From an optimization exercise on the open Yosys and OpenROAD flow, aimed at small area, a short achievable clock period and few clock cycles per item; shortcuts taken in it are not production practice. RTL that was checked went through simulation tests only; none was proved equivalent to the original. For runs 1 to 4, only the layout was checked, not whether the RTL still works. No activity file was given, so power comes from the tool's default toggle rates.

[flow/flow/run.sh]
#!/bin/bash
# The standard layout, with the setup repair aiming for a margin below the clock period
# and plain buffers (not delay cells) on the ports.
set -euo pipefail
bash standard.sh SETUP_SLACK_MARGIN=8 "BUFFER_PORTS_ARGS=-buffer_cell sky130_fd_sc_hd__buf_2" finish > standard_make.log 2>&1
[flow/standard.sh]
#!/bin/bash
# synth_recipe.tcl (not shown) runs the flow's synth.tcl, then flattens the netlist and writes it again
# the make line also repeats each setting of config.mk as NAME=value (left out here)
make -C /OpenROAD-flow-scripts/flow DESIGN_CONFIG=/design/flow/config.mk WORK_HOME=/design/flow/orfs CLKGATE_MAP_FILE= SYNTH_SCRIPT=/design/flow/synth_recipe.tcl "${@:-finish}"
[flow/config.mk]
export PLATFORM = sky130hd
export DESIGN_NAME = bf_rescale
export DESIGN_NICKNAME = bf_rescale
export VERILOG_FILES = /design/flow/design.v
export SDC_FILE = /design/flow/constraint.sdc
export NUM_CORES = 4
export LEC_CHECK = 0
export CAP_MARGIN = 20
export CORE_MARGIN = 2
export CORE_UTILIZATION = 40
export PLACE_DENSITY = 0.6
export SLEW_MARGIN = 20
[flow/constraint.sdc]
create_clock -name core_clock -period 12.0 [get_ports {clk}]
set_input_delay 2.4000 -clock core_clock [delete_from_list [all_inputs] [get_ports {clk}]]
set_output_delay 2.4000 -clock core_clock [all_outputs]
set_load 0.01 [all_outputs]
[flow/design.v]
module bf_rescale (
    input  wire        clk,
    input  wire        rst,
    input  wire        start,
    input  wire [63:0] mask,
    input  wire [1:0]  rs_cap,
    output wire        ready,
    output reg         rd_en,
    output wire [5:0]  rd_addr,
    input  wire [31:0] rd_data,
    output reg         out_valid,
    output reg  [5:0]  out_idx,
    output reg  [12:0] out_i,
    output reg  [12:0] out_q,
    output reg         done,
    output wire [15:0] s_out,
    output wire [4:0]  exp_out,
    output wire        null_out
);
    localparam [1:0] S_IDLE = 2'd0,
                     S_P1   = 2'd1,
                     S_DIV  = 2'd2,
                     S_P2   = 2'd3;
    localparam [5:0] D_FIRST  = 6'd5;
    localparam [5:0] P2_FIRST = 6'd37;
    localparam [5:0] P2_LAST  = 6'd36;
    localparam [1:0] M_SQ  = 2'd0,     
                     M_ONE = 2'd1,     
                     M_S   = 2'd2;     
    reg [1:0]  state;
    reg        ready_r;
    reg [5:0]  cnt;
    reg [63:0] mask_r;
    reg        cap_hi, cap_lo;
    reg        two;                     
    reg [15:0] s_r;
    reg [4:0]  exp_r;
    reg        null_r;
    assign ready    = ready_r;
    assign rd_addr  = cnt;
    assign s_out    = s_r;
    assign exp_out  = exp_r;
    assign null_out = null_r;
    wire accept = start & ready_r;
    wire last_rd  = (state == S_P1 && cnt == 6'd0) || (state == S_P2 && cnt == P2_LAST);
    wire first_rd = (state == S_P1 && cnt == 6'd1) || (state == S_P2 && cnt == P2_FIRST);
    always @(posedge clk) begin
        cnt    <= ready_r ? 6'd1 : cnt + 6'd1;
        mask_r <= ready_r ? {mask[0], mask[63:1]} : {mask_r[0], mask_r[63:1]};
        if (ready_r) begin
            cap_hi <= rs_cap[1];
            cap_lo <= rs_cap[0];
        end
        if (state == S_P1 && cnt == 6'd1)
            two <= ~cap_hi & (|mask_r);
    end
    always @(posedge clk) begin
        if (rst) begin
            state   <= S_IDLE;
            rd_en   <= 1'b0;
            ready_r <= 1'b1;
        end else begin
            case (state)
                S_IDLE: begin
                    if (accept) begin
                        state   <= S_P1;
                        rd_en   <= 1'b1;
                        ready_r <= 1'b0;
                    end
                end
                S_P1: begin
                    if (cnt == 6'd63 && !two)
                        ready_r <= 1'b1;
                    if (cnt == 6'd0) begin
                        if (two) begin
                            state <= S_DIV;
                            rd_en <= 1'b0;
                        end else if (accept) begin
                            ready_r <= 1'b0;
                        end else begin
                            state <= S_IDLE;
                            rd_en <= 1'b0;
                        end
                    end
                end
                S_DIV: begin
                    if (cnt == P2_FIRST - 6'd1) begin
                        state <= S_P2;
                        rd_en <= 1'b1;
                    end
                end
                S_P2: begin
                    if (cnt == P2_LAST - 6'd1)
                        ready_r <= 1'b1;
                    if (cnt == P2_LAST) begin
                        if (accept) begin
                            state   <= S_P1;
                            ready_r <= 1'b0;
                        end else begin
                            state <= S_IDLE;
                            rd_en <= 1'b0;
                        end
                    end
                end
            endcase
        end
    end
    reg        v1, pa1, m1, last1, fp1, w01;
    reg        v2, m2, last2, fp2;
    reg [1:0]  md2;
    reg [5:0]  ng_i, on_i, tw_i, ng_q, on_q, tw_q;
    reg [16:0] x_i, x_q;
    reg        nzd2;
    wire [11:0] r_i = rd_data[11:0];
    wire [11:0] r_q = rd_data[23:12];
    wire [12:0] e_i = {r_i, 1'b0};
    wire [12:0] e_q = {r_q, 1'b0};
    wire        sq1 = pa1 & two;
    wire [15:0] s_op = pa1 ? 16'd16384 : s_r;
    integer k;
    always @(posedge clk) begin
        if (rst) begin
            v1 <= 1'b0;
            v2 <= 1'b0;
        end else begin
            v1 <= rd_en;
            v2 <= v1;
        end
        pa1   <= (state == S_P1);
        m1    <= mask_r[0];
        last1 <= last_rd;
        fp1   <= first_rd;
        w01   <= (cnt == 6'd0);
        m2    <= m1;
        last2 <= last1;
        fp2   <= fp1;
        md2   <= !pa1 ? M_S : (two ? M_SQ : M_ONE);
        for (k = 0; k < 6; k = k + 1) begin
            ng_i[k] <= e_i[2*k+2];
            on_i[k] <= e_i[2*k+1] ^ e_i[2*k];
            tw_i[k] <= (e_i[2*k+2] & ~e_i[2*k+1] & ~e_i[2*k]) | (~e_i[2*k+2] & e_i[2*k+1] & e_i[2*k]);
            ng_q[k] <= e_q[2*k+2];
            on_q[k] <= e_q[2*k+1] ^ e_q[2*k];
            tw_q[k] <= (e_q[2*k+2] & ~e_q[2*k+1] & ~e_q[2*k]) | (~e_q[2*k+2] & e_q[2*k+1] & e_q[2*k]);
        end
        x_i   <= sq1 ? {{5{r_i[11]}}, r_i} : {1'b0, s_op};
        x_q   <= sq1 ? {{5{r_q[11]}}, r_q} : {1'b0, s_op};
        nzd2  <= |rd_data[23:0];
        if (v1 && w01 && !(pa1 && two))
            exp_r <= rd_data[28:24];
    end
    wire [26:0] ra_i, rb_i, ra_q, rb_q;
    bf_bmul mul_i (.ng(ng_i), .on(on_i), .tw(tw_i), .x(x_i), .ra(ra_i), .rb(rb_i));
    bf_bmul mul_q (.ng(ng_q), .on(on_q), .tw(tw_q), .x(x_q), .ra(ra_q), .rb(rb_q));
    reg        v3, m3, last3, fp3, nzd3;
    reg [1:0]  md3;
    reg [26:0] ya_i, yb_i, ya_q, yb_q;
    always @(posedge clk) begin
        if (rst)
            v3 <= 1'b0;
        else
            v3 <= v2;
        m3    <= m2;
        last3 <= last2;
        nzd3  <= nzd2;
        md3   <= md2;
        fp3   <= fp2;
        ya_i  <= ra_i;
        yb_i  <= rb_i;
        ya_q  <= ra_q;
        yb_q  <= rb_q;
    end
    wire        sq  = (md3 == M_SQ);
    wire [26:0] p_i = ya_i + yb_i;
    wire [26:0] p_q = ya_q + yb_q;
    wire first3 = (md3 != M_S) && fp3;
    wire nz_cur = ~m3 & nzd3;
    reg        nz, anym;
    wire       nz_t   = (nz & ~first3) | nz_cur;
    wire       anym_t = (anym & ~first3) | m3;
    wire       null_1 = anym_t & ~nz_t;
    reg        v4, m4, first4;
    reg [9:0]  hi_i, hi_q;
    always @(posedge clk) begin
        if (rst) begin
            out_valid <= 1'b0;
            done      <= 1'b0;
            v4        <= 1'b0;
        end else begin
            out_valid <= v3 & ~sq;
            done      <= v3 & ~sq & last3;
            v4        <= v3 & sq;
        end
        out_idx <= !fp3 ? out_idx + 6'd1 : (md3 == M_S) ? P2_FIRST : 6'd1;
        out_i   <= sq ? p_i[12:0] : m3 ? 13'd0 : p_i[26:14];
        out_q   <= sq ? p_q[12:0] : m3 ? 13'd0 : p_q[26:14];
        hi_i    <= p_i[22:13];
        hi_q    <= p_q[22:13];
        if (v3 && md3 != M_S) begin
            nz   <= nz_t;
            anym <= anym_t;
        end
        m4     <= m3;
        first4 <= first3;
    end
    reg [32:0] z;
    reg [29:0] s_rem;
    reg [1:0]  qb;
    reg        ovf;
    reg [14:0] root;
    reg [16:0] srem;
    wire        in_div  = (state == S_DIV) && (cnt >= D_FIRST);
    wire [31:0] dsub    = {1'b0, z[32:2]} - {2'b00, s_rem};
    wire        q_bit   = ~dsub[31];
    wire [18:0] ssh     = {srem, qb};
    wire [18:0] strial  = {2'b00, root, 2'b01};
    wire [19:0] ssub    = {1'b0, ssh} - {1'b0, strial};
    wire        s_bit   = ~ssub[19];
    wire        sq_step = (state == S_DIV) && (cnt[0] == D_FIRST[0] + 1'b1) && (cnt >= D_FIRST + 6'd3);
    wire [15:0] cap_v   = cap_lo ? 16'd23170 : 16'd32768;
    wire [29:0] sq_i    = {7'd0, hi_i, out_i};
    wire [29:0] sq_q    = {7'd0, hi_q, out_q};
    wire        big     = ovf | (cap_lo & (root >= 15'd23170));
    always @(posedge clk) begin
        if (in_div)
            z <= {(q_bit ? dsub[29:0] : z[31:2]), z[1:0], 1'b0};
        else
            z <= {3'd0, (first4 ? 30'd0 : z[29:0]) + (v4 ? sq_i : 30'd0) + (v4 ? sq_q : 30'd0)};
        s_rem <= (first4 ? 30'd0 : s_rem) + ((v4 & ~m4) ? sq_i : 30'd0) + ((v4 & ~m4) ? sq_q : 30'd0);
        if (in_div) begin
            qb <= {qb[0], q_bit};
            if (cnt == D_FIRST)
                ovf <= q_bit;
        end
        if (state == S_DIV && cnt == D_FIRST) begin
            root <= 15'd0;
            srem <= 17'd0;
        end else if (sq_step) begin
            root <= {root[13:0], s_bit};
            srem <= s_bit ? ssub[16:0] : ssh[16:0];
        end
        if (state == S_P2 && cnt == P2_FIRST) begin
            s_r    <= !nz ? 16'd0 : big ? cap_v : {1'b0, root};
            null_r <= !nz;
        end
        if (v3 && md3 == M_ONE && last3) begin
            s_r    <= null_1 ? 16'd0 : 16'd16384;
            null_r <= null_1;
        end
    end
endmodule
module bf_bmul (
    input  wire [5:0]  ng,
    input  wire [5:0]  on,
    input  wire [5:0]  tw,
    input  wire [16:0] x,
    output wire [26:0] ra,
    output wire [26:0] rb
);
    wire [17:0] x1 = {x[16], x};
    wire [17:0] x2 = {x, 1'b0};
    wire [17:0] pp0 = (({18{on[0]}} & x1) | ({18{tw[0]}} & x2)) ^ {18{ng[0]}};
    wire [17:0] pp1 = (({18{on[1]}} & x1) | ({18{tw[1]}} & x2)) ^ {18{ng[1]}};
    wire [17:0] pp2 = (({18{on[2]}} & x1) | ({18{tw[2]}} & x2)) ^ {18{ng[2]}};
    wire [17:0] pp3 = (({18{on[3]}} & x1) | ({18{tw[3]}} & x2)) ^ {18{ng[3]}};
    wire [17:0] pp4 = (({18{on[4]}} & x1) | ({18{tw[4]}} & x2)) ^ {18{ng[4]}};
    wire [17:0] pp5 = (({18{on[5]}} & x1) | ({18{tw[5]}} & x2)) ^ {18{ng[5]}};
    wire t1 = pp0[10] ^ pp1[8];
    wire t2 = pp0[10] & pp1[8];
    wire t3 = pp0[11] ^ pp1[9];
    wire t4 = pp0[11] & pp1[9];
    wire t5 = pp0[12] ^ pp1[10];
    wire t6 = pp0[12] & pp1[10];
    wire t7 = pp0[13] ^ pp1[11];
    wire t8 = pp0[13] & pp1[11];
    wire t9 = pp0[14] ^ pp1[12];
    wire t10 = pp0[14] & pp1[12];
    wire t11 = pp0[15] ^ pp1[13];
    wire t12 = pp0[15] & pp1[13];
    wire t13 = pp0[16] ^ pp1[14];
    wire t14 = pp0[16] & pp1[14];
    wire t15 = pp0[17] ^ pp1[15];
    wire t16 = pp0[17] & pp1[15];
    wire t17 = pp0[17] ^ pp1[16];
    wire t18 = pp0[17] & pp1[16];
    wire t19 = ~pp0[17] ^ ~pp1[17];
    wire t20 = ~pp0[17] & ~pp1[17];
    wire t21 = pp0[6] ^ pp1[4];
    wire t22 = pp0[6] & pp1[4];
    wire t23 = pp0[7] ^ pp1[5];
    wire t24 = pp0[7] & pp1[5];
    wire t25 = pp0[8] ^ pp1[6] ^ pp2[4];
    wire t26 = (pp0[8] & pp1[6]) | (pp0[8] & pp2[4]) | (pp1[6] & pp2[4]);
    wire t27 = pp3[2] ^ pp4[0];
    wire t28 = pp3[2] & pp4[0];
    wire t29 = pp0[9] ^ pp1[7] ^ pp2[5];
    wire t30 = (pp0[9] & pp1[7]) | (pp0[9] & pp2[5]) | (pp1[7] & pp2[5]);
    wire t31 = pp3[3] ^ pp4[1];
    wire t32 = pp3[3] & pp4[1];
    wire t33 = t1 ^ pp2[6] ^ pp3[4];
    wire t34 = (t1 & pp2[6]) | (t1 & pp3[4]) | (pp2[6] & pp3[4]);
    wire t35 = pp4[2] ^ pp5[0] ^ ng[5];
    wire t36 = (pp4[2] & pp5[0]) | (pp4[2] & ng[5]) | (pp5[0] & ng[5]);
    wire t37 = t2 ^ t3 ^ pp2[7];
    wire t38 = (t2 & t3) | (t2 & pp2[7]) | (t3 & pp2[7]);
    wire t39 = pp3[5] ^ pp4[3] ^ pp5[1];
    wire t40 = (pp3[5] & pp4[3]) | (pp3[5] & pp5[1]) | (pp4[3] & pp5[1]);
    wire t41 = t4 ^ t5 ^ pp2[8];
    wire t42 = (t4 & t5) | (t4 & pp2[8]) | (t5 & pp2[8]);
    wire t43 = pp3[6] ^ pp4[4] ^ pp5[2];
    wire t44 = (pp3[6] & pp4[4]) | (pp3[6] & pp5[2]) | (pp4[4] & pp5[2]);
    wire t45 = t6 ^ t7 ^ pp2[9];
    wire t46 = (t6 & t7) | (t6 & pp2[9]) | (t7 & pp2[9]);
    wire t47 = pp3[7] ^ pp4[5] ^ pp5[3];
    wire t48 = (pp3[7] & pp4[5]) | (pp3[7] & pp5[3]) | (pp4[5] & pp5[3]);
    wire t49 = t8 ^ t9 ^ pp2[10];
    wire t50 = (t8 & t9) | (t8 & pp2[10]) | (t9 & pp2[10]);
    wire t51 = pp3[8] ^ pp4[6] ^ pp5[4];
    wire t52 = (pp3[8] & pp4[6]) | (pp3[8] & pp5[4]) | (pp4[6] & pp5[4]);
    wire t53 = t10 ^ t11 ^ pp2[11];
    wire t54 = (t10 & t11) | (t10 & pp2[11]) | (t11 & pp2[11]);
    wire t55 = pp3[9] ^ pp4[7] ^ pp5[5];
    wire t56 = (pp3[9] & pp4[7]) | (pp3[9] & pp5[5]) | (pp4[7] & pp5[5]);
    wire t57 = t12 ^ t13 ^ pp2[12];
    wire t58 = (t12 & t13) | (t12 & pp2[12]) | (t13 & pp2[12]);
    wire t59 = pp3[10] ^ pp4[8] ^ pp5[6];
    wire t60 = (pp3[10] & pp4[8]) | (pp3[10] & pp5[6]) | (pp4[8] & pp5[6]);
    wire t61 = t14 ^ t15 ^ pp2[13];
    wire t62 = (t14 & t15) | (t14 & pp2[13]) | (t15 & pp2[13]);
    wire t63 = pp3[11] ^ pp4[9] ^ pp5[7];
    wire t64 = (pp3[11] & pp4[9]) | (pp3[11] & pp5[7]) | (pp4[9] & pp5[7]);
    wire t65 = t16 ^ t17 ^ pp2[14];
    wire t66 = (t16 & t17) | (t16 & pp2[14]) | (t17 & pp2[14]);
    wire t67 = pp3[12] ^ pp4[10] ^ pp5[8];
    wire t68 = (pp3[12] & pp4[10]) | (pp3[12] & pp5[8]) | (pp4[10] & pp5[8]);
    wire t69 = t18 ^ t19 ^ pp2[15];
    wire t70 = (t18 & t19) | (t18 & pp2[15]) | (t19 & pp2[15]);
    wire t71 = pp3[13] ^ pp4[11] ^ pp5[9];
    wire t72 = (pp3[13] & pp4[11]) | (pp3[13] & pp5[9]) | (pp4[11] & pp5[9]);
    wire t73 = t20 ^ 1'b1 ^ pp2[16];
    wire t74 = (t20 & 1'b1) | (t20 & pp2[16]) | (1'b1 & pp2[16]);
    wire t75 = pp3[14] ^ pp4[12] ^ pp5[10];
    wire t76 = (pp3[14] & pp4[12]) | (pp3[14] & pp5[10]) | (pp4[12] & pp5[10]);
    wire t77 = ~pp2[17] ^ pp3[15] ^ pp4[13];
    wire t78 = (~pp2[17] & pp3[15]) | (~pp2[17] & pp4[13]) | (pp3[15] & pp4[13]);
    wire t79 = 1'b1 ^ pp3[16];
    wire t80 = 1'b1 & pp3[16];
    wire t81 = pp0[4] ^ pp1[2];
    wire t82 = pp0[4] & pp1[2];
    wire t83 = pp0[5] ^ pp1[3];
    wire t84 = pp0[5] & pp1[3];
    wire t85 = t21 ^ pp2[2] ^ pp3[0];
    wire t86 = (t21 & pp2[2]) | (t21 & pp3[0]) | (pp2[2] & pp3[0]);
    wire t87 = t22 ^ t23 ^ pp2[3];
    wire t88 = (t22 & t23) | (t22 & pp2[3]) | (t23 & pp2[3]);
    wire t89 = t24 ^ t25 ^ t27;
    wire t90 = (t24 & t25) | (t24 & t27) | (t25 & t27);
    wire t91 = t26 ^ t28 ^ t29;
    wire t92 = (t26 & t28) | (t26 & t29) | (t28 & t29);
    wire t93 = t30 ^ t32 ^ t33;
    wire t94 = (t30 & t32) | (t30 & t33) | (t32 & t33);
    wire t95 = t34 ^ t36 ^ t37;
    wire t96 = (t34 & t36) | (t34 & t37) | (t36 & t37);
    wire t97 = t38 ^ t40 ^ t41;
    wire t98 = (t38 & t40) | (t38 & t41) | (t40 & t41);
    wire t99 = t42 ^ t44 ^ t45;
    wire t100 = (t42 & t44) | (t42 & t45) | (t44 & t45);
    wire t101 = t46 ^ t48 ^ t49;
    wire t102 = (t46 & t48) | (t46 & t49) | (t48 & t49);
    wire t103 = t50 ^ t52 ^ t53;
    wire t104 = (t50 & t52) | (t50 & t53) | (t52 & t53);
    wire t105 = t54 ^ t56 ^ t57;
    wire t106 = (t54 & t56) | (t54 & t57) | (t56 & t57);
    wire t107 = t58 ^ t60 ^ t61;
    wire t108 = (t58 & t60) | (t58 & t61) | (t60 & t61);
    wire t109 = t62 ^ t64 ^ t65;
    wire t110 = (t62 & t64) | (t62 & t65) | (t64 & t65);
    wire t111 = t66 ^ t68 ^ t69;
    wire t112 = (t66 & t68) | (t66 & t69) | (t68 & t69);
    wire t113 = t70 ^ t72 ^ t73;
    wire t114 = (t70 & t72) | (t70 & t73) | (t72 & t73);
    wire t115 = t74 ^ t76 ^ t77;
    wire t116 = (t74 & t76) | (t74 & t77) | (t76 & t77);
    wire t117 = t78 ^ t79 ^ pp4[14];
    wire t118 = (t78 & t79) | (t78 & pp4[14]) | (t79 & pp4[14]);
    wire t119 = t80 ^ ~pp3[17] ^ pp4[15];
    wire t120 = (t80 & ~pp3[17]) | (t80 & pp4[15]) | (~pp3[17] & pp4[15]);
    wire t121 = 1'b1 ^ pp4[16];
    wire t122 = 1'b1 & pp4[16];
    wire t123 = pp0[2] ^ pp1[0];
    wire t124 = pp0[2] & pp1[0];
    wire t125 = pp0[3] ^ pp1[1];
    wire t126 = pp0[3] & pp1[1];
    wire t127 = t81 ^ pp2[0] ^ ng[2];
    wire t128 = (t81 & pp2[0]) | (t81 & ng[2]) | (pp2[0] & ng[2]);
    wire t129 = t82 ^ t83 ^ pp2[1];
    wire t130 = (t82 & t83) | (t82 & pp2[1]) | (t83 & pp2[1]);
    wire t131 = t84 ^ t85 ^ ng[3];
    wire t132 = (t84 & t85) | (t84 & ng[3]) | (t85 & ng[3]);
    wire t133 = t86 ^ t87 ^ pp3[1];
    wire t134 = (t86 & t87) | (t86 & pp3[1]) | (t87 & pp3[1]);
    wire t135 = t88 ^ t89 ^ ng[4];
    wire t136 = (t88 & t89) | (t88 & ng[4]) | (t89 & ng[4]);
    wire t137 = t90 ^ t91 ^ t31;
    wire t138 = (t90 & t91) | (t90 & t31) | (t91 & t31);
    wire t139 = t92 ^ t93 ^ t35;
    wire t140 = (t92 & t93) | (t92 & t35) | (t93 & t35);
    wire t141 = t94 ^ t95 ^ t39;
    wire t142 = (t94 & t95) | (t94 & t39) | (t95 & t39);
    wire t143 = t96 ^ t97 ^ t43;
    wire t144 = (t96 & t97) | (t96 & t43) | (t97 & t43);
    wire t145 = t98 ^ t99 ^ t47;
    wire t146 = (t98 & t99) | (t98 & t47) | (t99 & t47);
    wire t147 = t100 ^ t101 ^ t51;
    wire t148 = (t100 & t101) | (t100 & t51) | (t101 & t51);
    wire t149 = t102 ^ t103 ^ t55;
    wire t150 = (t102 & t103) | (t102 & t55) | (t103 & t55);
    wire t151 = t104 ^ t105 ^ t59;
    wire t152 = (t104 & t105) | (t104 & t59) | (t105 & t59);
    wire t153 = t106 ^ t107 ^ t63;
    wire t154 = (t106 & t107) | (t106 & t63) | (t107 & t63);
    wire t155 = t108 ^ t109 ^ t67;
    wire t156 = (t108 & t109) | (t108 & t67) | (t109 & t67);
    wire t157 = t110 ^ t111 ^ t71;
    wire t158 = (t110 & t111) | (t110 & t71) | (t111 & t71);
    wire t159 = t112 ^ t113 ^ t75;
    wire t160 = (t112 & t113) | (t112 & t75) | (t113 & t75);
    wire t161 = t114 ^ t115 ^ pp5[11];
    wire t162 = (t114 & t115) | (t114 & pp5[11]) | (t115 & pp5[11]);
    wire t163 = t116 ^ t117 ^ pp5[12];
    wire t164 = (t116 & t117) | (t116 & pp5[12]) | (t117 & pp5[12]);
    wire t165 = t118 ^ t119 ^ pp5[13];
    wire t166 = (t118 & t119) | (t118 & pp5[13]) | (t119 & pp5[13]);
    wire t167 = t120 ^ t121 ^ pp5[14];
    wire t168 = (t120 & t121) | (t120 & pp5[14]) | (t121 & pp5[14]);
    wire t169 = t122 ^ ~pp4[17] ^ pp5[15];
    wire t170 = (t122 & ~pp4[17]) | (t122 & pp5[15]) | (~pp4[17] & pp5[15]);
    wire t171 = 1'b1 ^ pp5[16];
    wire t172 = 1'b1 & pp5[16];
    assign ra = {t170, t168, t166, t164, t162, t160, t158, t156, t154, t152, t150, t148, t146, t144, t142, t140, t138, t136, t134, t132, t130, t128, t126, t124, t123, pp0[1], pp0[0]};
    assign rb = {t171, t169, t167, t165, t163, t161, t159, t157, t155, t153, t151, t149, t147, t145, t143, t141, t139, t137, t135, t133, t131, t129, t127, t125, ng[1], 1'b0, ng[0]};
endmodule
==> results.json, run 1 <==
{
  "cts_htree_levels": 2,
  "gp_congestion": 0.8869,
  "synth_area_um2": 29630,
  "timing.slew.headroom_pct": 25.32,
  "outcome": "timing/DRC/antenna clean",
  "synth_area_leaders": "dfxtp_1 29%, fa_1 12%, ha_1 8.1%",
  "post-route-min-period_ps": 3923,
  "setup_viol": 0,
  "cap_violations": 0,
  "antenna_found_initial": 18,
  "globalRouteMet1Util_pct": 26.77,
  "critical-path-top-delay-family": "simple AND/OR/NAND/NOR gates",
  "vias_per_cell": 5.296,
  "required_ps": 12480,
  "crit_buf_inv": 4,
  "port_buffers": 161,
  "cts_root_buf": "clkbuf_16",
  "clk_pin_slew_ps": 60,
  "met3_usage_pct": 3.980,
  "numCtsBuffers": 51,
  "fmax_mhz": 254.9,
  "vias": 22720,
  "ant_nets": 0,
  "crit_fanout": 11,
  "start_util_pct": 40.48,
  "die_h_um": 276.2,
  "seq_area_frac_synth_pct": 31.55,
  "arrival_ps": 4400,
  "track_usage_pct": 19.61,
  "async_flop_share_pct": 0,
  "end_kind": "register",
  "routed_wl_um": 76800,
  "yosys_warnings": 1,
  "finalPower_mw": 8.866,
  "avgSynthCellArea_um2": 9.252,
  "tightest_slew_ps": 1119,
  "die_area_um2": 76280,
  "grt_pass1_wl_um": 121600,
  "syn_nets": 3668,
  "vdd_drop_max_mv": 0.1291,
  "final-seq-area_um2": 9363,
  "clk_latency_ps": 610,
  "start_kind": "register",
  "rows": 99,
  "grt_setup_unrepaired": "yes",
  "drc": 0,
  "yosysMostFrequentCell": "dfxtp_1",
  "final_area_um2": 33650,
  "drtPass1Iterations": 5,
  "crit_type": "reg -> reg",
  "dp_hpwl_um": 56740,
  "crit_path_cell_trace": "buf_4 > buf_16 > nand2_1 > or2_2 > fa_1 > inv_1 > ha_1 > nand3_1 > or3_1 > nor3_4 > o41ai_2 > buf_4 > o21ai_4 > o21ai_0 > nor2b_1 > xnor2_1",
  "hold_class": "reg -> reg",
  "max_stage_delay_ps": 520,
  "synthTopCellsByCount": "422 x dfxtp_1, 309 x inv_1, 254 x nand2_1",
  "drtIter0Drc": 1519,
  "area_growth_pct": 13.56,
  "ys_dominant_reg_cell": "dfxtp_1",
  "setup_tns_ps": 0,
  "drive_above_1_share_pct": 14.92,
  "cts_tree": "yes",
  "clock_skew_ps": 33.91,
  "netlist_instances": 3203,
  "synth_edf_count": 30,
  "grt_start_max_net_pins": 52,
  "synth-seq-cells": 452,
  "core_area_um2": 73210,
  "p_per_area_nw_per_um2": 263.4,
  "multi_input_area_um2": 18850,
  "synth_top_area_cell": "dfxtp_1",
  "first_global_vias": 22020,
  "ys_types": 81,
  "cts_buffer_depth": 3,
  "die_x_um": 276.2,
  "final-max-slew-violation-count": 0,
  "place_area_um2": 31090,
  "whs_ps": 325.2,
  "yosys.area.top_type_share_pct": 28.51,
  "finalHoldViolations": 0,
  "grtUsageMet2_pct": 31.50,
  "cellLeakagePower_nw": 14.59,
  "fin_nets": 3754,
  "path_common_cell": "buf_4",
  "post_drt_wl_per_cell_um": 17.90,
  "final_core_util_pct": 45.97,
  "final.fill_count": 7052,
  "crit_path_top_delay_cell": "fa_1",
  "busiest_layer": "met2",
  "grt-ovfl-total": 0,
  "io-pin-count": 165,
  "clock_sinks": 452,
  "timing.final.crit_share_pct": 32.69
}
registers in the layout, summed over array words and instances, names as in the netlist, 10 cells and up, named ones only:
signal / count
out_i: 13
hi_q: 10
z: 33
s_rem: 30
x_i: 17
ya_i: 27
srem: 17
root: 15
x_q: 17
mask_r: 64
s_r: 16
ya_q: 27
yb_q: 26
hi_i: 10
out_q: 13
yb_i: 26
layout make-up:
cell class,count,area share [%]
multi-input cells,2266,56.02
flip-flops and latches,452,27.82
clock buffers,61,4.146
repair buffers,205,3.822
well taps,959,3.566
inverters,312,3.491
clock inverters,33,1.101
repair inverters,1,0.02231
diodes,2,0.01487
cell usage in the layout (no fill, tap or decap), drive strengths merged, types with 23 or more instances in the layout:
master and n:
o21ai 108, a31oi 24, edfxtp 30, xor2 120
nor4 23, nor3 42, a211oi 24, fa 173
xnor2 233, dfxtp 422, a22oi 196, nand2 254
clkbuf 64, ha 191, nand3 56, nand2b 25
buf 202, or2 51, inv 313, nor2b 44
nor2 142, mux2 67, a21oi 141, o21a 23
a21o 92
kinds of logic after synthesis:
group | count (synthesis) | share of synthesized area [%]
fa+ha+maj | 364 | 19.75
flops | 452 | 31.55
buf+inv | 485 | 6.202
mux | 89 | 3.289
xor+xnor | 353 | 10.43
simple gates | 714 | 11.44
compound gates | 746 | 17.34
what timing repair did:
action | CTS | global route
setup endpoints to repair | 37 | 23
buffers inserted | 18 | 9
hold buffers | 0 | 0
hold endpoints to repair | 0 | 0
resized for setup | 35 | 63
pin swaps | 14 | 37
cloned | 3 | 2
stage by stage:
stage / cells / setup WS (ps)
detailed placement: 4163 / 6782
global route: 4291 / 7969
global placement: 4163 / 6882
floorplan: 3203 / 8017
finish: 4291 / 8077
CTS: 4278 / 7979
layer usage:
layer	vias up	wire [um]
met5	-	191
met2	633	34670
met1	10800	35450
li1	11120	-
met4	30	1769
met3	139	4713
power by group:
group          total (mW)  leakage [nW]  internal [mW]  switching [mW]
logic                4.75          9.96           2.04            2.70
registers            2.49          3.79           2.04           0.451
clock network        1.62         0.849          0.948           0.676
path summary, 6_finish.rpt:
path	start	endpoint	slack (ps)	cells past startpoint
max	v4	s_rem[24]	8080	16
min	m2	m3	330	0
min reg2reg	m2	m3	330	0
max reg2reg	v4	s_rem[24]	8080	16
==> inputs of run 2 (changes only) <==
--- a/flow/design.v
+++ b/flow/design.v
@@ -205,3 +205,3 @@
     end
-    reg [32:0] z;
+    reg [33:0] z;
     reg [29:0] s_rem;
@@ -212,8 +212,10 @@
     wire        in_div  = (state == S_DIV) && (cnt >= D_FIRST);
-    wire [31:0] dsub    = {1'b0, z[32:2]} - {2'b00, s_rem};
-    wire        q_bit   = ~dsub[31];
+    wire        d_neg   = z[33];
+    wire [32:0] dsum    = {z[33:2], 1'b1} + {(d_neg ? {2'b00, s_rem} : ~{2'b00, s_rem}), ~d_neg};
+    wire [31:0] dnew    = dsum[32:1];
+    wire        q_bit   = ~dnew[31];
+    wire        s_neg   = srem[16];
     wire [18:0] ssh     = {srem, qb};
-    wire [18:0] strial  = {2'b00, root, 2'b01};
-    wire [19:0] ssub    = {1'b0, ssh} - {1'b0, strial};
-    wire        s_bit   = ~ssub[19];
+    wire [18:0] snew    = ssh + {(s_neg ? {2'b00, root} : ~{2'b00, root}), 2'b11};
+    wire        s_bit   = ~snew[18];
     wire        sq_step = (state == S_DIV) && (cnt[0] == D_FIRST[0] + 1'b1) && (cnt >= D_FIRST + 6'd3);
@@ -225,5 +227,5 @@
         if (in_div)
-            z <= {(q_bit ? dsub[29:0] : z[31:2]), z[1:0], 1'b0};
+            z <= {dnew[30:0], z[1:0], 1'b0};
         else
-            z <= {3'd0, (first4 ? 30'd0 : z[29:0]) + (v4 ? sq_i : 30'd0) + (v4 ? sq_q : 30'd0)};
+            z <= {4'd0, (first4 ? 30'd0 : z[29:0]) + (v4 ? sq_i : 30'd0) + (v4 ? sq_q : 30'd0)};
         s_rem <= (first4 ? 30'd0 : s_rem) + ((v4 & ~m4) ? sq_i : 30'd0) + ((v4 & ~m4) ? sq_q : 30'd0);
@@ -239,3 +241,3 @@
             root <= {root[13:0], s_bit};
-            srem <= s_bit ? ssub[16:0] : ssh[16:0];
+            srem <= snew[16:0];
         end
==> run 2 against run 1 <==
Against the previous run:
- still clean on timing, DRC and antenna
- setup slack lost 160 ps
- largest cell class unchanged
- highest routed layer unchanged
- hold slack gained 0.94 ps
- utilization is 0.12 points lower
- critical path depth is 3 higher
- largest power group unchanged
- die area down 1.3%
- design area decreased by 0.94%
- synthesized cell count down 2.8%
- global-route usage rose by 0.084 points
- critical path type unchanged
==> results.json, run 2 <==
{
  "clk_latency_ps": 630,
  "seq_area_frac_synth_pct": 32.05,
  "drtIter0Drc": 1386,
  "vdd_drop_max_mv": 0.2558,
  "port_buffers": 161,
  "crit_type": "reg -> reg",
  "start_util_pct": 40.20,
  "grt_start_max_net_pins": 47,
  "die_area_um2": 75250,
  "clock_sinks": 453,
  "reg.largest.list": "mask_r: 64 flops, z: 34 flops, s_rem: 30 flops",
  "final_core_util_pct": 45.85,
  "first_global_vias": 21500,
  "clk_pin_slew_ps": 60,
  "drtPass1Iterations": 5,
  "synth-seq-cells": 453,
  "routed_wl_um": 75120,
  "avgSynthCellArea_um2": 9.386,
  "max_stage_delay_ps": 510,
  "clock_skew_ps": 25.65,
  "dp_hpwl_um": 55430,
  "cts_htree_levels": 2,
  "p_per_area_nw_per_um2": 267.2,
  "pre_cts_slack_ps": 6668,
  "holdBufCountCts": 0,
  "crit_buf_inv": 5,
  "holdPathEnd": "fp2",
  "post-route-min-period_ps": 4083,
  "crit_fanout": 5,
  "mostFrequentLayoutCell": "dfxtp_1",
  "dpl.cell_count": 4079,
  "rows": 99,
  "grt-ovfl-total": 0,
  "drive_above_1_share_pct": 15.14,
  "fmax_mhz": 244.9,
  "setup_tns_ps": 0,
  "final-seq-area_um2": 9387,
  "netlist_instances": 3114,
  "met2_length_um": 34230,
  "grt_setup_unrepaired": "yes",
  "final-max-slew-violation-count": 0,
  "fin_nets": 3682,
  "hold_class": "reg -> reg",
  "tightest_slew_ps": 1117,
  "grt_pass1_wl_um": 118100,
  "wl_met1_um": 34350,
  "timing.final.crit_share_pct": 34.02,
  "area_growth_pct": 14.05,
  "ys_types": 77,
  "synthTopCellsByCount": "423 x dfxtp_1, 276 x nand2_1, 266 x xnor2_1",
  "cellLeakagePower_nw": 14.33,
  "crit_path_top_delay_cell": "fa_1",
  "rrSetupSlack_ps": 7920,
  "outcome": "timing/DRC/antenna clean",
  "critical-path-top-delay-family": "compound AO/OA/AOI/OAI gates",
  "cap_violations": 0,
  "vias_per_cell": 5.182,
  "yosys_warnings": 1,
  "largest_reg_flops": 64,
  "vias": 21880,
  "async_flop_share_pct": 0,
  "rr_worst_depth": 19,
  "final_cell_mix": "417 x dfxtp_1, 266 x nand2_1, 266 x xnor2_1",
  "final.fill_count": 6935,
  "finalPower_mw": 8.906,
  "core_area_um2": 72710,
  "synth_area_um2": 29230,
  "ant_nets": 0,
  "cts_buffer_depth": 3,
  "gp_congestion": 0.9218,
  "required_ps": 12540,
  "antenna_found_initial": 22,
  "syn_nets": 3580,
  "cts_root_buf": "clkbuf_16",
  "holdCritStartpoint": "fp1",
  "end_kind": "register",
  "drc": 0,
  "die_x_um": 274.3,
  "worst_slack_ps": 7917,
  "path_common_cell": "buf_4",
  "setup_viol": 0,
  "io-pin-count": 165,
  "r2r-start": "v4",
  "numCtsBuffers": 51,
  "synth_top_area_cell": "dfxtp_1",
  "finalHoldViolations": 0,
  "cts_tree": "yes",
  "synth_edf_count": 30,
  "arrival_ps": 4630,
  "die_h_um": 274.3,
  "post_drt_wl_per_cell_um": 17.80,
  "start_kind": "register",
  "yosysMostFrequentCell": "dfxtp_1",
  "ys_dominant_reg_cell": "dfxtp_1",
  "track_usage_pct": 19.69,
  "largest-register": "mask_r",
  "multi_input_area_um2": 18650,
  "final_cells": 4221,
  "hold_depth": 0,
  "timing.slew.headroom_pct": 25.46,
  "reg2reg_to": "s_rem[23]",
  "dr.max_layer_used": "met5",
  "crit_path_cell_trace": "buf_12 > buf_6 > nand2_4 > or2_4 > fa_1 > inv_2 > ha_4 > fa_2 > a211oi_4 > o211a_4 > o31ai_4 > o311ai_2 > buf_4 > a31oi_4 > nor4_4 > buf_4 > nor3_1 > a21oi_1 > xnor2_1",
  "wl_met3_um": 4614,
  "yosys.area.top_type_share_pct": 28.97,
  "synth_area_leaders": "dfxtp_1 29%, fa_1 12%, ha_1 8.3%"
}
## run 2: changes by cell type in the layout (fill, tap and decap cells not counted), sizes merged, moves of 11 or more
cell    before  now
xor2       120  139
nor2       142  121
nand2      254  276
buf        202  214
nor3        42   31
clkbuf      64   75
mux2i       22    4
a21o        92   81
nand3       56   27
and2        13   27
xnor2      233  266
inv        313  262
## run 2: power by group
part           internal (mW)  switching [mW]  leakage [nW]
Sequential              2.05           0.438          3.79
Combinational           2.11            2.74          9.70
Clock                  0.920           0.658         0.843
## run 2: worst max path at each step
stage	start	end	cells after the start
3_3_place_gp	first4	s_rem[29]	16
3_5_place_dp	first4	s_rem[29]	16
5_1_grt	v4	s_rem[23]	19
4_1_cts	v4	s_rem[23]	19
2_1_floorplan	v4	s_rem[28]	17
6_report	v4	s_rem[23]	19
## run 2: worst register-to-register path, cell delays in order (launching register included)
cell and delay [ps]:
dfxtp_4 390, buf_12 150, buf_6 120, nand2_4 50
or2_4 230, fa_1 510, inv_2 50, ha_4 170
fa_2 370, a211oi_4 320, o211a_4 230, o31ai_4 100
o311ai_2 260, buf_4 180, a31oi_4 110, nor4_4 250
buf_4 170, nor3_1 40, a21oi_1 180, xnor2_1 140
## run 2: layer usage
metal	global-route usage (%)	vias up
li1	-	10810
met1	26.42	10350
met2	31.93	557
met3	4.239	131
met4	5.463	28
met5	0	-
## run 2: cell families (layout without fill, tap and decap cells)
| family | Yosys count | in the layout | share of synthesized area, % |
|---|---|---|---|
| mux | 71 | 71 | 2.718 |
| xor+xnor | 405 | 405 | 12.14 |
| compound gates | 694 | 694 | 16.16 |
| fa+ha+maj | 365 | 365 | 20.04 |
| simple gates | 694 | 694 | 11.34 |
| flops | 453 | 453 | 32.05 |
| buf+inv | 432 | 575 | 5.548 |
| other cells | 0 | 5 | 0 |
## run 2: cell type report
class / count / share of cell area [%]
well taps: 959 / 3.599
inverters: 265 / 2.995
diodes: 5 / 0.03753
multi-input cells: 2229 / 55.93
repair inverters: 1 / 0.02252
clock buffers: 75 / 4.519
clock inverters: 19 / 0.7018
repair buffers: 215 / 4.035
flip-flops and latches: 453 / 28.16
## run 2: what timing repair did
action	4_1_cts	5_1_grt
endpoints found under the setup margin	38	18
pin swaps	39	24
buffers inserted	30	10
gates resized for setup	75	18
hold endpoints to repair	0	0
cloned	3	0
## run 2: metrics by stage
stage                     hold WS, ps  cell area [um2]
after floorplan                 309.6            29240
after global placement          310.2            30710
after detailed placement        312.1            30710
after CTS                       326.0            33160
after global routing            334.1            33330
final                           326.2            33340
==> inputs of run 3 (changes only) <==
==> flow/flow/run.sh (replaced) <==
#!/bin/bash
# The standard layout, with the setup repair aiming for a margin below the clock period
# and plain buffers (not delay cells) on the ports.
set -euo pipefail
bash standard.sh SETUP_SLACK_MARGIN=8.6 "BUFFER_PORTS_ARGS=-buffer_cell sky130_fd_sc_hd__buf_2" finish > standard_make.log 2>&1
==> run 3 against run 2 <==
Against the previous run:
- clock skew rose by 7.3 ps
- cell count up 1.3%
- sequential power barely moved
- critical endpoint is now s_rem[29]
==> results.json, run 3 <==
{
  "reg2reg_to": "s_rem[29]",
  "end_kind": "register",
  "antenna_found_initial": 22,
  "holdCritStartpoint": "nzd2",
  "place_area_um2": 30830,
  "rrSetupSlack_ps": 7700,
  "setup_tns_ps": 0,
  "grt-ovfl-total": 0,
  "netlist_instances": 3114,
  "whs_ps": 318.0,
  "setup_viol": 0,
  "seq_area_frac_synth_pct": 32.05,
  "rows": 99,
  "ant_nets": 0,
  "synth_area_um2": 29230,
  "mostFrequentLayoutCell": "dfxtp_1",
  "track_usage_pct": 19.97,
  "arrival_ps": 4800,
  "p_sw_mw": 3.904,
  "start_kind": "register",
  "die_h_um": 274.3,
  "yosysMostFrequentCell": "dfxtp_1",
  "ys_dominant_reg_cell": "dfxtp_1",
  "syn_nets": 3580,
  "synth_top_area_cell": "dfxtp_1",
  "synthSimpleGateAreaFrac_pct": 11.34,
  "crit_type": "reg -> reg",
  "worst_slack_ps": 7699,
  "p_int_mw": 5.239,
  "pre_cts_slack_ps": 6806,
  "tightest_slew_ps": 1066,
  "finalHoldViolations": 0,
  "routed_wl_um": 76900,
  "clk_pin_slew_ps": 60,
  "cts_tree": "yes",
  "ys_types": 77,
  "synthTopCellsByCount": "423 x dfxtp_1, 276 x nand2_1, 266 x xnor2_1",
  "final_cell_mix": "372 x dfxtp_1, 263 x xnor2_1, 255 x nand2_1",
  "port_buffers": 161,
  "cts_root_buf": "clkbuf_16",
  "clock_sinks": 453,
  "outcome": "timing/DRC/antenna clean",
  "p_seq_share_pct": 27.4,
  "timing.final.crit_share_pct": 35.84,
  "synth_fa_ha_area_share_pct": 20.04,
  "final_area_um2": 34680,
  "fmax_mhz": 232.5,
  "drtIter0Drc": 1538,
  "drc": 0,
  "final_core_util_pct": 47.70,
  "die_area_um2": 75250,
  "cts_htree_levels": 2,
  "avgSynthCellArea_um2": 9.386,
  "r2r-start": "v4",
  "async_flop_share_pct": 0,
  "reg.largest.list": "mask_r: 64 flops, z: 34 flops, s_rem: 30 flops",
  "hold_class": "reg -> reg",
  "pwr-share-clk_pct": 17.2,
  "clock_skew_ps": 32.99,
  "grt_setup_unrepaired": "yes",
  "p_per_area_nw_per_um2": 263.6,
  "muxShareOfSynthArea_pct": 2.718,
  "die_x_um": 274.3,
  "synth-seq-cells": 453,
  "hold_depth": 0,
  "synth_compound_area_share_pct": 16.16,
  "cellLeakagePower_nw": 14.80,
  "fin_nets": 3742,
  "holdBufCountCts": 0,
  "synthXorXnorAreaFrac_pct": 12.14,
  "gp_congestion": 0.8796,
  "crit_fanout": 6,
  "synth_area_leaders": "dfxtp_1 29%, fa_1 12%, ha_1 8.3%",
  "area_growth_pct": 18.65,
  "drtPass1Iterations": 8,
  "holdPathEnd": "nzd3",
  "grt_pass1_wl_um": 120200,
  "vias": 22290,
  "yosys_warnings": 1,
  "cts_buffer_depth": 3,
  "vdd_drop_max_mv": 0.2568,
  "post-route-min-period_ps": 4301,
  "start_util_pct": 40.20,
  "synth_edf_count": 30,
  "crit_path_start": "v4",
  "dp_hpwl_um": 55540,
  "largest-register": "mask_r",
  "clk_latency_ps": 620,
  "p_comb_share_pct": 55.4,
  "synth_top_family_by_area": "adder cells",
  "core_area_um2": 72710,
  "swShare_pct": 42.70,
  "post_drt_wl_per_cell_um": 17.98,
  "io-pin-count": 165,
  "final-max-slew-violation-count": 0,
  "drive_above_1_share_pct": 19.82,
  "timing.slew.headroom_pct": 28.86,
  "required_ps": 12500,
  "grt_start_max_net_pins": 47,
  "largest_reg_flops": 64,
  "cap_violations": 0,
  "numCtsBuffers": 50,
  "first_global_vias": 21630,
  "rr_worst_depth": 18,
  "yosys.area.top_type_share_pct": 28.97,
  "vias_per_cell": 5.212
}
## run 3: worst max path at each step
stage / endpoint / slack (ps) / cells past startpoint
floorplan: s_rem[26] / 8230 / 17
global placement: s_rem[29] / 6980 / 16
detailed placement: s_rem[29] / 6810 / 16
CTS: s_rem[26] / 7800 / 18
global route: s_rem[29] / 7560 / 18
finish: s_rem[29] / 7700 / 18
## run 3: worst max-delay path: stages, from the launching register on
cell	delay, ps
dfxtp_4	400
buf_12	140
buf_16	130
nand2_2	70
or2_4	240
fa_1	520
inv_1	70
ha_4	270
o211ai_1	110
o211a_1	300
o31ai_4	370
o311ai_4	180
a31oi_4	240
nor4_2	60
buf_4	150
o41ai_4	480
nand4_1	180
xor2_1	190
nor2_1	60
## run 3: layout make-up
type                    count  area [um2]
flip-flops and latches    453        9503
repair inverters            1       7.507
inverters                 265       999.7
well taps                 959        1200
repair buffers            276        2180
multi-input cells        2229       19090
fillers                  6841       38030
clock inverters            17       235.2
clock buffers              73        1458
diodes                      4       10.01
## run 3: per-stage QoR
stage          std cells  total power [mW]
6_report            4277             9.142
2_1_floorplan       3114             5.928
3_3_place_gp        4080             7.278
4_1_cts             4236             9.093
3_5_place_dp        4080             7.301
5_1_grt             4275             9.905
## run 3: layer usage
| metal | vias up | part of all wire (%) | wire [um] | track usage [%] |
|---|---|---|---|---|
| met2 | 530 | 46 | 35010 | 32.18 |
| met1 | 10660 | 46 | 35620 | 27.43 |
| met3 | 141 | 5.3 | 4071 | 3.704 |
| li1 | 10930 | - | - | - |
| met4 | 32 | 2.6 | 2012 | 5.292 |
| met5 | - | 0.25 | 193 | 0 |
## run 3: power groups by stage
| stage | clock network, mW | registers [mW] | logic, mW |
|---|---|---|---|
| 2_1_floorplan | 0 | 2.26 | 3.67 |
| 3_3_place_gp | 0 | 2.54 | 4.74 |
| 3_5_place_dp | 0 | 2.54 | 4.76 |
| 4_1_cts | 1.61 | 2.49 | 4.99 |
| 5_1_grt | 1.66 | 2.56 | 5.69 |
| 6_report | 1.57 | 2.51 | 5.07 |
## run 3: cells by family after synthesis
logic type,Yosys count
AO/OA/AOI/OAI,694
XOR/XNOR,405
adder cells (fa/ha/maj),365
buffers and inverters,432
flip-flops,453
multiplexers,71
AND/OR/NAND/NOR,694
## run 3: timing repair
action / 4_1_cts / 5_1_grt
endpoints found under the setup margin: 116 / 123
pin swaps: 33 / 72
setup buffers: 61 / 37
gates resized for setup: 173 / 128
gates cloned: 5 / 0
==> inputs of run 4 (changes only) <==
--- a/flow/design.v
+++ b/flow/design.v
@@ -209,3 +209,2 @@
     reg        ovf;
-    reg [14:0] root;
     reg [16:0] srem;
@@ -217,2 +216,3 @@
     wire        s_neg   = srem[16];
+    wire [14:0] root    = s_r[14:0];
     wire [18:0] ssh     = {srem, qb};
@@ -237,6 +237,6 @@
         if (state == S_DIV && cnt == D_FIRST) begin
-            root <= 15'd0;
+            s_r  <= 16'd0;
             srem <= 17'd0;
         end else if (sq_step) begin
-            root <= {root[13:0], s_bit};
+            s_r  <= {1'b0, root[13:0], s_bit};
             srem <= snew[16:0];
==> flow/flow/run.sh (replaced) <==
#!/bin/bash
# The standard layout, with the setup repair aiming for a margin below the clock period
# and plain buffers (not delay cells) on the ports.
set -euo pipefail
bash standard.sh SETUP_SLACK_MARGIN=8 "BUFFER_PORTS_ARGS=-buffer_cell sky130_fd_sc_hd__buf_2" finish > standard_make.log 2>&1
==> run 4 against run 3 <==
Against the previous run:
- utilization down 2.2 points
- global-route usage about the same
- synthesized cell count down 1.7%
- clock power up 3%
- hold slack better by 7.2 ps
- count of clock-buffer cells in the layout down 4
==> results.json, run 4 <==
{
  "cts_root_buf": "clkbuf_16",
  "critical-path-top-delay-family": "compound AO/OA/AOI/OAI gates",
  "seq_area_frac_synth_pct": 31.39,
  "vias_per_cell": 5.226,
  "yosys_warnings": 1,
  "antenna_found_initial": 14,
  "ys_dominant_reg_cell": "dfxtp_1",
  "port_buffers": 161,
  "post-route-min-period_ps": 3832,
  "core_area_um2": 71490,
  "end_kind": "register",
  "clock_sinks": 438,
  "cts_buffer_depth": 3,
  "tightest_slew_ps": 1136,
  "track_usage_pct": 19.94,
  "drc": 0,
  "clk_latency_ps": 610,
  "gp_congestion": 0.8855,
  "cts_tree": "yes",
  "synth_top_area_cell": "dfxtp_1",
  "p_per_area_nw_per_um2": 276.4,
  "arrival_ps": 4320,
  "synth_area_um2": 28890,
  "path_common_cell": "o21ai_4",
  "largest-register": "mask_r",
  "holdPathEnd": "m2",
  "yosys.area.top_type_share_pct": 28.27,
  "holdBufCountCts": 0,
  "drive_above_1_share_pct": 13.67,
  "cts_htree_levels": 2,
  "fin_nets": 3598,
  "hold_depth": 0,
  "post_drt_wl_per_cell_um": 18.08,
  "grt_setup_unrepaired": "yes",
  "syn_nets": 3528,
  "crit_fanout": 23,
  "final_cell_mix": "402 x dfxtp_1, 279 x xnor2_1, 266 x inv_1",
  "synth_area_leaders": "dfxtp_1 28%, fa_1 12%, xnor2_1 8.5%",
  "grt-ovfl-total": 0,
  "largest_reg_flops": 64,
  "final-max-slew-violation-count": 0,
  "rrSetupSlack_ps": 8170,
  "async_flop_share_pct": 0,
  "cap_violations": 0,
  "synthTopCellsByCount": "408 x dfxtp_1, 279 x xnor2_1, 266 x inv_1",
  "rr_worst_depth": 15,
  "start_util_pct": 40.42,
  "die_area_um2": 74400,
  "ys_types": 76,
  "setup_viol": 0,
  "die_h_um": 272.8,
  "crit_buf_inv": 1,
  "grt_pass1_wl_um": 118800,
  "crit_path_cell_trace": "bufbuf_16 > and2_1 > nor2b_1 > fa_1 > ha_2 > fa_2 > a211oi_4 > o21ai_2 > a31oi_4 > o21ai_4 > o21ai_4 > o21ai_4 > o211ai_1 > xor2_1 > nor2_1",
  "mostFrequentLayoutCell": "dfxtp_1",
  "dp_hpwl_um": 56160,
  "hold_class": "reg -> reg",
  "fmax_mhz": 261.0,
  "setup_tns_ps": 0,
  "numCtsBuffers": 51,
  "first_global_vias": 21520,
  "avgSynthCellArea_um2": 9.435,
  "vdd_drop_max_mv": 0.1656,
  "rows": 98,
  "max_stage_delay_ps": 430,
  "reg2reg_to": "s_rem[27]",
  "io-pin-count": 165,
  "start_kind": "register",
  "timing.slew.headroom_pct": 24.14,
  "area_growth_pct": 12.58,
  "clock_skew_ps": 24.74,
  "crit_path_top_delay_cell": "fa_1",
  "required_ps": 12480,
  "holdCritStartpoint": "m1",
  "drtIter0Drc": 1402,
  "reg.largest.list": "mask_r: 64 flops, z: 34 flops, s_rem: 30 flops",
  "synth-seq-cells": 438,
  "cellLeakagePower_nw": 14.23,
  "whs_ps": 325.2,
  "drtPass1Iterations": 6,
  "grt_start_max_net_pins": 47,
  "finalHoldViolations": 0,
  "die_x_um": 272.8,
  "synth_edf_count": 30,
  "yosysMostFrequentCell": "dfxtp_1",
  "timing.final.crit_share_pct": 31.93,
  "ant_nets": 0,
  "crit_type": "reg -> reg",
  "routed_wl_um": 74710,
  "r2r-start": "v4",
  "vias": 21590,
  "outcome": "timing/DRC/antenna clean",
  "netlist_instances": 3062,
  "clk_pin_slew_ps": 60
}
run 4: cell types whose count changed in the layout (fill, tap and decap cells not counted), sizes merged, moves of 11 or more:
cell	delta
nand2	-66
nand2b	+36
dfxtp	-15
o21ai	+11
a21oi	-22
a21o	-12
buf	-92
xnor2	+13
run 4: worst max path at each step:
stage / start / endpoint / cells after the start
2_1_floorplan: v4 / s_rem[29] / 17
3_3_place_gp: v4 / s_rem[29] / 16
3_5_place_dp: v4 / s_rem[29] / 16
4_1_cts: v4 / s_rem[29] / 16
5_1_grt: v4 / s_rem[28] / 16
6_report: v4 / s_rem[27] / 15
run 4: routing by layer:
metal  GRT usage, %  share of wire, %  up-vias
met3          3.436               5.1      125
met4          6.507               3.0       14
met5              0             0.099        -
met2          33.32                46      522
li1               -                 -    10570
met1          26.11                45    10350
run 4: cell families after synthesis:
kind of cell             Yosys count  share of synthesized area (%)
adder cells (fa/ha/maj)          365                          20.28
AND/OR/NAND/NOR                  660                          11.42
AO/OA/AOI/OAI                    680                          15.99
multiplexers                      73                          2.819
XOR/XNOR                         410                          12.43
flip-flops                       438                          31.39
buffers and inverters            436                          5.669
run 4: timing repair:
action                     4_1_cts  5_1_grt
buffers inserted                 5        5
resized for setup               26       25
cloned                           1        1
pin swaps                        7       15
setup endpoints to repair       29       19
run 4: cell type report:
class / count / area (um2)
Antenna cell: 7 / 17.52
Sequential cell: 438 / 9086
Multi-Input combinational cell: 2188 / 18380
Timing Repair Buffer: 184 / 1082
Inverter: 269 / 1010
Clock inverter: 26 / 329.1
Tap cell: 950 / 1189
Clock buffer: 69 / 1435
Fill cell: 6946 / 38960
run 4: metrics by stage:
step | util [%] | instance area [um2] | setup WS [ps] | cells | power, mW
after detailed placement | 42.46 | 30350 | 6870 | 4017 | 7.378
final | 45.50 | 32520 | 8168 | 4131 | 8.990
after global placement | 42.46 | 30350 | 6891 | 4017 | 7.337
after global routing | 45.48 | 32510 | 7959 | 4127 | 9.777
after floorplan | - | 28890 | 8068 | 3062 | 5.883
after CTS | 45.22 | 32330 | 7958 | 4118 | 9.043
run 4: worst reg2reg max path, cell delays in order, from the launching register on:
cell and delay [ps]:
dfxtp_4 370, bufbuf_16 310, and2_1 200, nor2b_1 150, fa_1 430, ha_2 230
fa_2 390, a211oi_4 280, o21ai_2 120, a31oi_4 300, o21ai_4 150, o21ai_4 260
o21ai_4 110, o211ai_1 210, xor2_1 160, nor2_1 50
run 4: where the power goes:
part	internal, mW	leakage, nW	switching (mW)	total [mW]
sequential	2.02	3.68	0.471	2.49
clock	0.955	0.836	0.653	1.61
combinational	2.10	9.71	2.79	4.89
==> inputs of run 5 (changes only) <==
--- a/flow/design.v
+++ b/flow/design.v
@@ -23,5 +23,5 @@
                      S_P2   = 2'd3;
-    localparam [5:0] D_FIRST  = 6'd5;
-    localparam [5:0] P2_FIRST = 6'd37;
-    localparam [5:0] P2_LAST  = 6'd36;
+    localparam [5:0] D_FIRST  = 6'd6;
+    localparam [5:0] P2_FIRST = 6'd38;
+    localparam [5:0] P2_LAST  = 6'd37;
     localparam [1:0] M_SQ  = 2'd0,     
@@ -205,2 +205,8 @@
     end
+    reg        m5;
+    reg [23:0] pw;
+    always @(posedge clk) begin
+        m5 <= m4;
+        pw <= v4 ? {1'b0, hi_i, out_i} + {1'b0, hi_q, out_q} : 24'd0;
+    end
     reg [33:0] z;
@@ -222,4 +228,2 @@
     wire [15:0] cap_v   = cap_lo ? 16'd23170 : 16'd32768;
-    wire [29:0] sq_i    = {7'd0, hi_i, out_i};
-    wire [29:0] sq_q    = {7'd0, hi_q, out_q};
     wire        big     = ovf | (cap_lo & (root >= 15'd23170));
@@ -228,5 +232,10 @@
             z <= {dnew[30:0], z[1:0], 1'b0};
+        else if (first4)
+            z <= 34'd0;
+        else
+            z <= {4'd0, z[29:0] + {6'd0, pw}};
+        if (first4)
+            s_rem <= 30'd0;
         else
-            z <= {4'd0, (first4 ? 30'd0 : z[29:0]) + (v4 ? sq_i : 30'd0) + (v4 ? sq_q : 30'd0)};
-        s_rem <= (first4 ? 30'd0 : s_rem) + ((v4 & ~m4) ? sq_i : 30'd0) + ((v4 & ~m4) ? sq_q : 30'd0);
+            s_rem <= s_rem + (m5 ? 30'd0 : {6'd0, pw});
         if (in_div) begin
==> run 5 against run 4 <==
Against the previous run:
- sequential power grew 3%
- design area is 0.86% lower
- power increased by 3.5%
- global-route usage down 0.99 points
- register-to-register slack improved by 130 ps
- fmax decreased by 0.91%
- first-iteration DRC count shrank 13%
- critical endpoint is now ready
- still clean
- critical path depth fell by 13
==> results.json, run 5 <==
{
  "drc": 0,
  "reg.largest.list": "mask_r: 64 flops, z: 34 flops, s_rem: 30 flops",
  "die_area_um2": 74750,
  "pre_cts_slack_ps": 7653,
  "crit_type": "reg -> out",
  "grt_setup_unrepaired": "no",
  "drtIter0Drc": 1219,
  "first_global_vias": 21300,
  "cap_violations": 0,
  "fmax_mhz": 258.6,
  "cts_root_buf": "clkbuf_16",
  "start_util_pct": 40.47,
  "routed_wl_um": 71800,
  "numCtsBuffers": 50,
  "async_flop_share_pct": 0,
  "fin_nets": 3581,
  "drive_above_1_share_pct": 11.29,
  "clock_skew_ps": 33.01,
  "syn_nets": 3516,
  "mostFrequentLayoutCell": "dfxtp_1",
  "start_kind": "register",
  "largest-register": "mask_r",
  "die_h_um": 273.4,
  "drtPass1Iterations": 5,
  "cts_tree": "yes",
  "grt-ovfl-total": 0,
  "place_area_um2": 30530,
  "port_buffers": 161,
  "area_growth_pct": 11.07,
  "synth_area_um2": 29030,
  "timing.final.crit_share_pct": 32.23,
  "ys_types": 78,
  "largest_reg_flops": 64,
  "synth_edf_count": 30,
  "required_ps": 9600,
  "yosys.area.top_type_share_pct": 29.86,
  "synthTopCellsByCount": "433 x dfxtp_1, 307 x xnor2_1, 213 x ha_1",
  "worst_slack_ps": 8133,
  "yosys_warnings": 1,
  "avgSynthCellArea_um2": 9.441,
  "crit_path_top_delay_cell": "dfxtp_2",
  "vias": 21800,
  "io-pin-count": 165,
  "tightest_slew_ps": 1023,
  "outcome": "timing/DRC/antenna clean",
  "finalHoldViolations": 0,
  "final-max-slew-violation-count": 0,
  "rows": 98,
  "vias_per_cell": 5.278,
  "vdd_drop_max_mv": 0.1294,
  "track_usage_pct": 18.95,
  "core_area_um2": 71730,
  "ant_nets": 0,
  "seq_area_frac_synth_pct": 32.96,
  "holdBufCountCts": 0,
  "clk_latency_ps": 600,
  "clock_sinks": 463,
  "ys_dominant_reg_cell": "dfxtp_1",
  "gp_congestion": 0.8720,
  "post-route-min-period_ps": 3867,
  "crit_path_cell_trace": "buf_12 > buf_2",
  "hold_class": "reg -> reg",
  "post_drt_wl_per_cell_um": 17.38,
  "dpl.cell_count": 4038,
  "crit_fanout": 79,
  "grt_pass1_wl_um": 114900,
  "p_per_area_nw_per_um2": 288.5,
  "final_cell_mix": "428 x dfxtp_1, 307 x xnor2_1, 213 x ha_1",
  "synth-seq-cells": 463,
  "clk_pin_slew_ps": 60,
  "max_stage_delay_ps": 340,
  "final_core_util_pct": 44.95,
  "cellLeakagePower_nw": 13.82,
  "final_area_um2": 32250,
  "whs_ps": 314.5,
  "end_kind": "output pin",
  "die_x_um": 273.4,
  "yosysMostFrequentCell": "dfxtp_1",
  "timing.slew.headroom_pct": 31.73,
  "synth_top_area_cell": "dfxtp_1",
  "grt_start_max_net_pins": 80,
  "synth_area_leaders": "dfxtp_1 30%, xnor2_1 9.3%, ha_1 9.2%",
  "cts_buffer_depth": 3,
  "arrival_ps": 1470,
  "cts_htree_levels": 2,
  "setup_viol": 0,
  "antenna_found_initial": 6,
  "final_cells": 4131,
  "dp_hpwl_um": 54580,
  "finalPower_mw": 9.302,
  "netlist_instances": 3075,
  "setup_tns_ps": 0
}
==> run 5: cell count changes in the layout (fill, tap and decap cells not counted), moves of 22 or more <==
cell	before	now
nand2b_1	65	32
inv_1	266	194
or2_2	51	7
nor2b_1	41	71
a21oi_1	124	146
fa_1	170	127
dfxtp_1	402	428
xnor2_1	279	307
ha_1	191	213
nor2_1	116	147
xor2_1	131	107
==> run 5: logic make-up (layout without fill, tap and decap cells) <==
group / count (synthesis) / count (layout) / synth area share [%]
compound gates: 761 / 761 / 17.89
simple gates: 660 / 660 / 11.07
other cells: 0 / 1 / 0
buf+inv: 358 / 463 / 4.629
fa+ha+maj: 340 / 340 / 17.94
xor+xnor: 414 / 414 / 12.49
flops: 463 / 463 / 32.96
mux: 79 / 79 / 3.025
==> run 5: critical path: cells and delay by family, from the launching register on <==
family	cells	cell delay (ps)
flops	1	340
buf+inv	2	510
==> run 5: power breakdown <==
group	leakage [nW]	switching [mW]	internal, mW	total (mW)
clock	0.821	0.664	0.889	1.55
combinational	9.12	2.93	2.25	5.19
sequential	3.88	0.454	2.11	2.56
total	13.8	4.05	5.25	9.30
==> run 5: layer usage <==
layer	vias to the layer above	share of wire [%]	global-route usage, %
met5	-	0.078	0
met4	8	2.7	5.565
met3	121	5.0	3.211
met2	483	46	31.10
met1	10320	47	25.52
li1	10870	-	-
==> run 5: cell type report <==
type	count	area, um2
Sequential cell	463	9575
Antenna cell	1	2.502
Multi-Input combinational cell	2254	18140
Clock buffer	67	1426
Timing Repair Buffer	175	927.1
Fill cell	7028	39490
Inverter	196	735.7
Tap cell	950	1189
Clock inverter	25	249.0
==> run 5: worst paths after layout <==
check	start	to	slack, ps	cells after the start
hold / removal	last2	last3	310	0
setup / recovery	ready_r	ready	8130	2
setup reg to reg	m5	s_rem[26]	8300	14
hold reg to reg	last2	last3	310	0
==> run 5: what timing repair did <==
item | 4_1_cts | 5_1_grt
gates cloned | 0 | 0
gates resized for setup | 5 | 3
pin swaps | 0 | 0
buffers inserted | 0 | 0
endpoints found under the setup margin | 3 | 5
Testbench counts of run 5, summed over its fixed seeds: cycles 43,495, items 384.
==> inputs of run 6 (changes only) <==
==> flow/flow/run.sh (replaced) <==
#!/bin/bash
# The standard layout, with the setup repair aiming for a margin below the clock period
# and plain buffers (not delay cells) on the ports.
set -euo pipefail
bash standard.sh SETUP_SLACK_MARGIN=8.6 "BUFFER_PORTS_ARGS=-buffer_cell sky130_fd_sc_hd__buf_2" finish > standard_make.log 2>&1
==> run 6 against run 5 <==
Against the previous run:
- still clean
- synthesized area did not move
- clock skew fell by 1.0 ps
- setup slack improved by 240 ps
- hold slack got worse by 2.5 ps
- cell count rose by 1.5%
- sequential share of layout area fell by 0.76 points
- power rose by 3.0%
- utilization rose by 1.7 points
- flip-flop and latch count did not move
- first-iteration DRC count rose by 8.4%
==> results.json, run 6 <==
{
  "ys_types": 78,
  "post_drt_wl_per_cell_um": 17.58,
  "synthTopCellsByCount": "433 x dfxtp_1, 307 x xnor2_1, 213 x ha_1",
  "cts_htree_levels": 2,
  "start_util_pct": 40.47,
  "rows": 98,
  "routed_wl_um": 73720,
  "drtPass1Iterations": 5,
  "fmax_mhz": 275.8,
  "vdd_drop_max_mv": 0.1291,
  "vias_per_cell": 5.284,
  "crit_path_top_delay_cell": "edfxtp_1",
  "synth-seq-cells": 463,
  "finalPower_mw": 9.581,
  "gp_congestion": 0.8720,
  "mostFrequentLayoutCell": "dfxtp_1",
  "synth_edf_count": 30,
  "drc": 0,
  "numCtsBuffers": 50,
  "max_stage_delay_ps": 450,
  "finalHoldViolations": 0,
  "holdBufCountCts": 0,
  "largest_reg_flops": 64,
  "ant_nets": 0,
  "crit_type": "reg -> out",
  "cap_violations": 0,
  "antenna_found_initial": 6,
  "clock_skew_ps": 32.01,
  "yosys.area.top_type_share_pct": 29.86,
  "syn_nets": 3516,
  "drtIter0Drc": 1321,
  "grt_pass1_wl_um": 117200,
  "timing.slew.headroom_pct": 31.92,
  "clk_pin_slew_ps": 60,
  "clock_sinks": 463,
  "port_buffers": 161,
  "clk_latency_ps": 600,
  "final_core_util_pct": 46.61,
  "setup_tns_ps": 0,
  "rrSetupSlack_ps": 8690,
  "drive_above_1_share_pct": 15.12,
  "busiest_layer": "met2",
  "first_global_vias": 21650,
  "outcome": "timing/DRC/antenna clean",
  "hold_class": "reg -> reg",
  "p_per_area_nw_per_um2": 286.5,
  "avgSynthCellArea_um2": 9.441,
  "tightest_slew_ps": 1020,
  "setup_viol": 0,
  "crit_buf_inv": 1,
  "grtUsageMet2_pct": 31.99,
  "die_h_um": 273.4,
  "cts_buffer_depth": 3,
  "cts_tree": "yes",
  "synth_top_area_cell": "dfxtp_1",
  "final-max-slew-violation-count": 0,
  "required_ps": 9600,
  "synth_area_um2": 29030,
  "grt-ovfl-total": 0,
  "pre_cts_slack_ps": 7653,
  "crit_fanout": 2,
  "final_cell_mix": "379 x dfxtp_1, 307 x xnor2_1, 211 x ha_1",
  "vias": 22160,
  "ys_dominant_reg_cell": "dfxtp_1",
  "timing.final.crit_share_pct": 30.21,
  "seq_area_frac_synth_pct": 32.96,
  "die_area_um2": 74750,
  "die_x_um": 273.4,
  "grt_setup_unrepaired": "yes",
  "cts_root_buf": "clkbuf_16",
  "cellLeakagePower_nw": 14.32,
  "globalRouteMet1Util_pct": 26.05,
  "end_kind": "output pin",
  "core_area_um2": 71730,
  "arrival_ps": 1230,
  "reg.largest.list": "mask_r: 64 flops, z: 34 flops, s_rem: 30 flops",
  "fin_nets": 3642,
  "dp_hpwl_um": 54580,
  "largest-register": "mask_r",
  "critical-path-top-delay-family": "flip-flops",
  "post-route-min-period_ps": 3626,
  "yosys_warnings": 1,
  "start_kind": "register",
  "track_usage_pct": 19.37,
  "grt_start_max_net_pins": 44,
  "met3_usage_pct": 3.246,
  "netlist_instances": 3075,
  "synth_area_leaders": "dfxtp_1 30%, xnor2_1 9.3%, ha_1 9.2%",
  "yosysMostFrequentCell": "dfxtp_1",
  "io-pin-count": 165,
  "async_flop_share_pct": 0,
  "crit_path_cell_trace": "buf_2",
  "area_growth_pct": 15.17,
  "worst_slack_ps": 8374
}
run 6: routing by layer:
metal  wire [um]  share of wire [%]
met5          54              0.073
met4        1872                2.5
met3        3860                5.2
met2       34220                 46
met1       33710                 46
run 6: final timing paths:
kind | from | endpoint | cells past startpoint
worst min register to register | last2 | last3 | 0
worst min-delay path | last2 | last3 | 0
worst max register to register | m5 | s_rem[27] | 12
worst max-delay path | s_r[1] | s_out[1] | 1
run 6: repair_timing:
item                                    CTS  global route
endpoints found under the setup margin   92           108
resized for setup                       127            42
pin swaps                                 4            13
gates cloned                              3             2
buffers inserted                         40            16
run 6: metrics by stage:
stage / instance area (um2) / hold WS, ps / std cells
2_1_floorplan: 29030 / 309.6 / 3075
3_3_place_gp: 30530 / 310.6 / 4038
3_5_place_dp: 30530 / 312.1 / 4038
4_1_cts: 33070 / 317.2 / 4173
5_1_grt: 33430 / 323.9 / 4192
6_report: 33440 / 312.1 / 4193
run 6: power by group:
part / switching, mW / internal (mW) / total (mW)
clock network: 0.668 / 0.890 / 1.56
logic: 3.00 / 2.44 / 5.44
registers: 0.458 / 2.12 / 2.58
total: 4.13 / 5.45 / 9.58
run 6: area by class of cell:
type / count / area (um2)
Clock buffer: 67 / 1426
Fill cell: 6881 / 38300
Antenna cell: 2 / 5.005
Inverter: 196 / 744.5
Timing Repair Buffer: 236 / 1856
Tap cell: 950 / 1189
Clock inverter: 25 / 249.0
Multi-Input combinational cell: 2254 / 18290
Sequential cell: 463 / 9674
run 6: kinds of logic after synthesis:
logic type                 share of synthesized area [%]
muxes                                              3.025
AOI/OAI and AO/OA                                  17.89
buffers and inverters                              4.629
DFF                                                32.96
and+or+nand+nor                                    11.07
adders and majority gates                          17.94
xor gates and xnor gates                           12.49
